What follows belongs to an exercise in optimizing a design on an open flow for small area and a short achievable clock period; a production flow would make more cautious choices. Function was checked by simulation only, so behaviour that the tests miss may differ from the original. Power figures rest on the tool's default switching activity, not on a simulated workload.

==> flow/design.v (excerpt) <==
module spool_queue (
    input  wire        clk,
    input  wire        rst,          
    input  wire        wr_valid,
    input  wire [63:0] wr_data,
    input  wire        wr_end,       
    output wire        wr_ready,
    input  wire        rd_en,
    output reg         rd_valid,     
    output reg         rd_end,       
    output wire [63:0] rd_data,
    input  wire        op_valid,
    input  wire [1:0]  op_code,      
    input  wire [6:0]  op_k,         
    output reg         op_refused,
    output reg  [5:0]  fill,         
    output reg  [5:0]  pkts,         
    output reg  [5:0]  peak          
);
export LEC_CHECK = 0
export CAP_MARGIN = 20
export CORE_MARGIN = 2
export CORE_UTILIZATION = 55
export CTS_BUF_LIST = sky130_fd_sc_hd__clkbuf_8
export CTS_CLUSTER_DIAMETER = 80
export CTS_CLUSTER_SIZE = 16
export SLEW_MARGIN = 20
export SYNTH_HIERARCHICAL = 1
create_clock -name core_clock -period 30.0 [get_ports {clk}]
standard.sh (not shown) runs the stock make flow with config.mk's settings and CLKGATE_MAP_FILE= SYNTH_SCRIPT=/design/flow/synth_recipe.tcl, a recipe that flattens the netlist after the stock synthesis.
==> flow/flow/run.sh <==
#!/bin/bash
set -euo pipefail
here=$(pwd)
bash standard.sh \
  SETUP_SLACK_MARGIN=17.5 \
  "BUFFER_PORTS_ARGS=-buffer_cell sky130_fd_sc_hd__buf_1" \
  "PRE_FLOORPLAN_TCL=$here/flow/downsize.tcl" \
  finish > make.log 2>&1
==> flow/flow/downsize.tcl <==
# Pre-floorplan hook: the single-gate modules of the RTL (storage hold gates,
# look-up trees, the wr_ready gates) are mapped once each by synthesis, which
# picks a drive-2 cell for some of them; start them all at drive 1 and let
# the later repair steps size up what needs it.
set swaps {
  sky130_fd_sc_hd__a22oi_2 sky130_fd_sc_hd__a22oi_1
  sky130_fd_sc_hd__a21oi_2 sky130_fd_sc_hd__a21oi_1
  sky130_fd_sc_hd__nor3_2  sky130_fd_sc_hd__nor3_1
  sky130_fd_sc_hd__nor3b_2 sky130_fd_sc_hd__nor3b_1
}
set db [ord::get_db]
set n 0
foreach inst [[ord::get_db_block] getInsts] {
  set m [[$inst getMaster] getName]
  if {[dict exists $swaps $m]} {
    $inst swapMaster [$db findMaster [dict get $swaps $m]]
    incr n
  }
}
puts "downsize.tcl: $n instances set to drive 1"
The baseline completed with no timing, DRC or antenna violations.
Change:
--- a/flow/config.mk
+++ b/flow/config.mk
@@ -8,5 +8,5 @@
 export CAP_MARGIN = 20
 export CORE_MARGIN = 2
-export CORE_UTILIZATION = 55
+export CORE_UTILIZATION = 70
 export CTS_BUF_LIST = sky130_fd_sc_hd__clkbuf_8
 export CTS_CLUSTER_DIAMETER = 80
Outcome: The changed run completed with no timing, DRC or antenna violations. Final cell count decreases by about 4.6%. Clock skew came out higher by 0.014 ns. Combinational power came out lower by about 1%. Routed wire length went down by 7.7%. Via count rises by about 2%. Synthesized cell count is unchanged. Sequential cell count stays the same. First-iteration DRC count goes up by 18%. Die area drops by 21%.
Change:
--- a/flow/config.mk
+++ b/flow/config.mk
@@ -8,8 +8,8 @@
 export CAP_MARGIN = 20
 export CORE_MARGIN = 2
-export CORE_UTILIZATION = 70
+export CORE_UTILIZATION = 40
 export CTS_BUF_LIST = sky130_fd_sc_hd__clkbuf_8
 export CTS_CLUSTER_DIAMETER = 80
-export CTS_CLUSTER_SIZE = 16
+export CTS_CLUSTER_SIZE = 14
 export SLEW_MARGIN = 20
 export SYNTH_HIERARCHICAL = 1
The changed run completed without violations.
Wire length rises by 9.7%.
Clock skew rises by 0.015 ns.
Die area rises by 74%.
Combinational power rises by about 1%.
Fmax stays flat.
Via count falls by 2.5%.
Cell count rises by 14%.

* * *

Setup of job 4681:
spool_queue, a different RTL version from the one above (not shown whole).
Size: about 170 I/O pins, about 89,000 um^2 of cells after synthesis.
Design spool_queue, start of the top module:
module spool_queue (
    input  wire        clk,
    input  wire        rst,          
    input  wire        wr_valid,
    input  wire [63:0] wr_data,
    input  wire        wr_end,       
    output wire        wr_ready,
    input  wire        rd_en,
    output reg         rd_valid,     
    output wire        rd_end,       
    output wire [63:0] rd_data,
    input  wire        op_valid,
    input  wire [1:0]  op_code,      
    input  wire [6:0]  op_k,         
    output reg         op_refused,
    output reg  [5:0]  fill,         
    output reg  [5:0]  pkts,         
    output reg  [5:0]  peak          
);
  reg  [63:0] mem_data [0:31];
  reg  [31:0] mem_end;
  reg  [4:0]  epos [0:31];
  reg  [4:0]  ptr_l, ptr_m, ptr_p, ptr_w;
  reg  [4:0]  e_l;        
  reg  [4:0]  e_m;        
  reg  [4:0]  e_w;        
  reg  [5:0]  c_lm, c_mp;
  wire is_adv = op_valid && op_code == 2'd0;
  wire is_rm  = op_valid && op_code == 2'd1;
  wire is_rel = op_valid && op_code == 2'd2;
  wire is_rr  = op_valid && op_code == 2'd3;
  wire adv_ok = is_adv && (c_mp != 6'd0);
  reg  [7:0] t_lt, t_eq, t_le;    
  wire k_ok   = !op_k[6] && (op_k[5:0] != 6'd0) &&
                (t_lt[op_k[5:3]] || (t_eq[op_k[5:3]] && t_le[op_k[2:0]]));
  wire rel_ok = is_rel && k_ok;
  wire refuse = (is_adv && c_mp == 6'd0) || (is_rel && !k_ok);
  wire       rd_take = rd_en && !op_valid && (pkts != 6'd0);
  assign wr_ready = !fill[5] || rel_ok;
  ...
export LEC_CHECK = 0
export CAP_MARGIN = 20
export CORE_MARGIN = 2
export CORE_UTILIZATION = 40
export CTS_CLUSTER_DIAMETER = 100
export CTS_CLUSTER_SIZE = 20
export SLEW_MARGIN = 20
create_clock -name core_clock -period 30.0 [get_ports {clk}]
==> flow/flow/run.sh <==
#!/bin/bash
set -euo pipefail
bash standard.sh \
  SETUP_SLACK_MARGIN=17.5 \
  "BUFFER_PORTS_ARGS=-buffer_cell sky130_fd_sc_hd__buf_2" \
  finish > make.log 2>&1
Input-level comparison between job 6391 and job 4681:
Settings: CTS_CLUSTER_SIZE: 20 -> unset; CTS_CLUSTER_DIAMETER: 100 -> unset.
--- outcome ---
Re synthesized net count: no difference whatsoever between job 6391 and job 4681. Shortest period the worst path allows ends up lower on job 4681. Job 6391 and job 4681 ended up with roughly the same part of the Yosys area used for sequential elements. In job 6391, the total power came out 1.1 mW above the value in job 4681. On global-route usage, the higher figure sits with job 6391, not job 4681. Sort job 4681 and job 6391 by proportion of power drawn by combinational gates, ascending, and job 6391 comes first. Fraction of power consumed by the clock network ended up 10 points higher on job 6391 than on job 4681. Summary of job 6391 over job 4681: post-route core utilization shows an increase of 1.8 points, routed wire length shows an increase of 0.71%.

[static timing again, ports no longer ideal]
How much do the figures lean on ideal ports? The routed layouts below were timed once more, with nothing changed but the port constraints. Step 1, drivers: a clkbuf_16 drives clk and a buf_2 each remaining input, both assumed. Step 2, shift: input delay + t, output delay - t, t = (earliest + latest rising clock arrival at the registers) / 2. This alone moves slack from input paths to output paths. Three values: no drivers, after step 1, after step 2; two values: the first two.
run	shift t [ns]	slack for setup (ns)	clock arrival spread, ns
the first run of note 1	1.030	17.038 / 16.991 / 16.991	0.045 / 0.045
the second run of note 1	0.989	17.069 / 17.009 / 17.009	0.052 / 0.052
the third run of note 1	1.085	17.084 / 17.006 / 17.006	0.112 / 0.112
job 4681	0.932	16.714 / 16.658 / 16.658	0.056 / 0.056
job 6391	0.971	16.711 / 16.657 / 16.657	0.078 / 0.078
After both steps setup and hold are still met in every run listed. The setup slack of the third run of note 1, which loses most, moves by -0.078 ns with the drivers and by -0.078 ns with both steps.
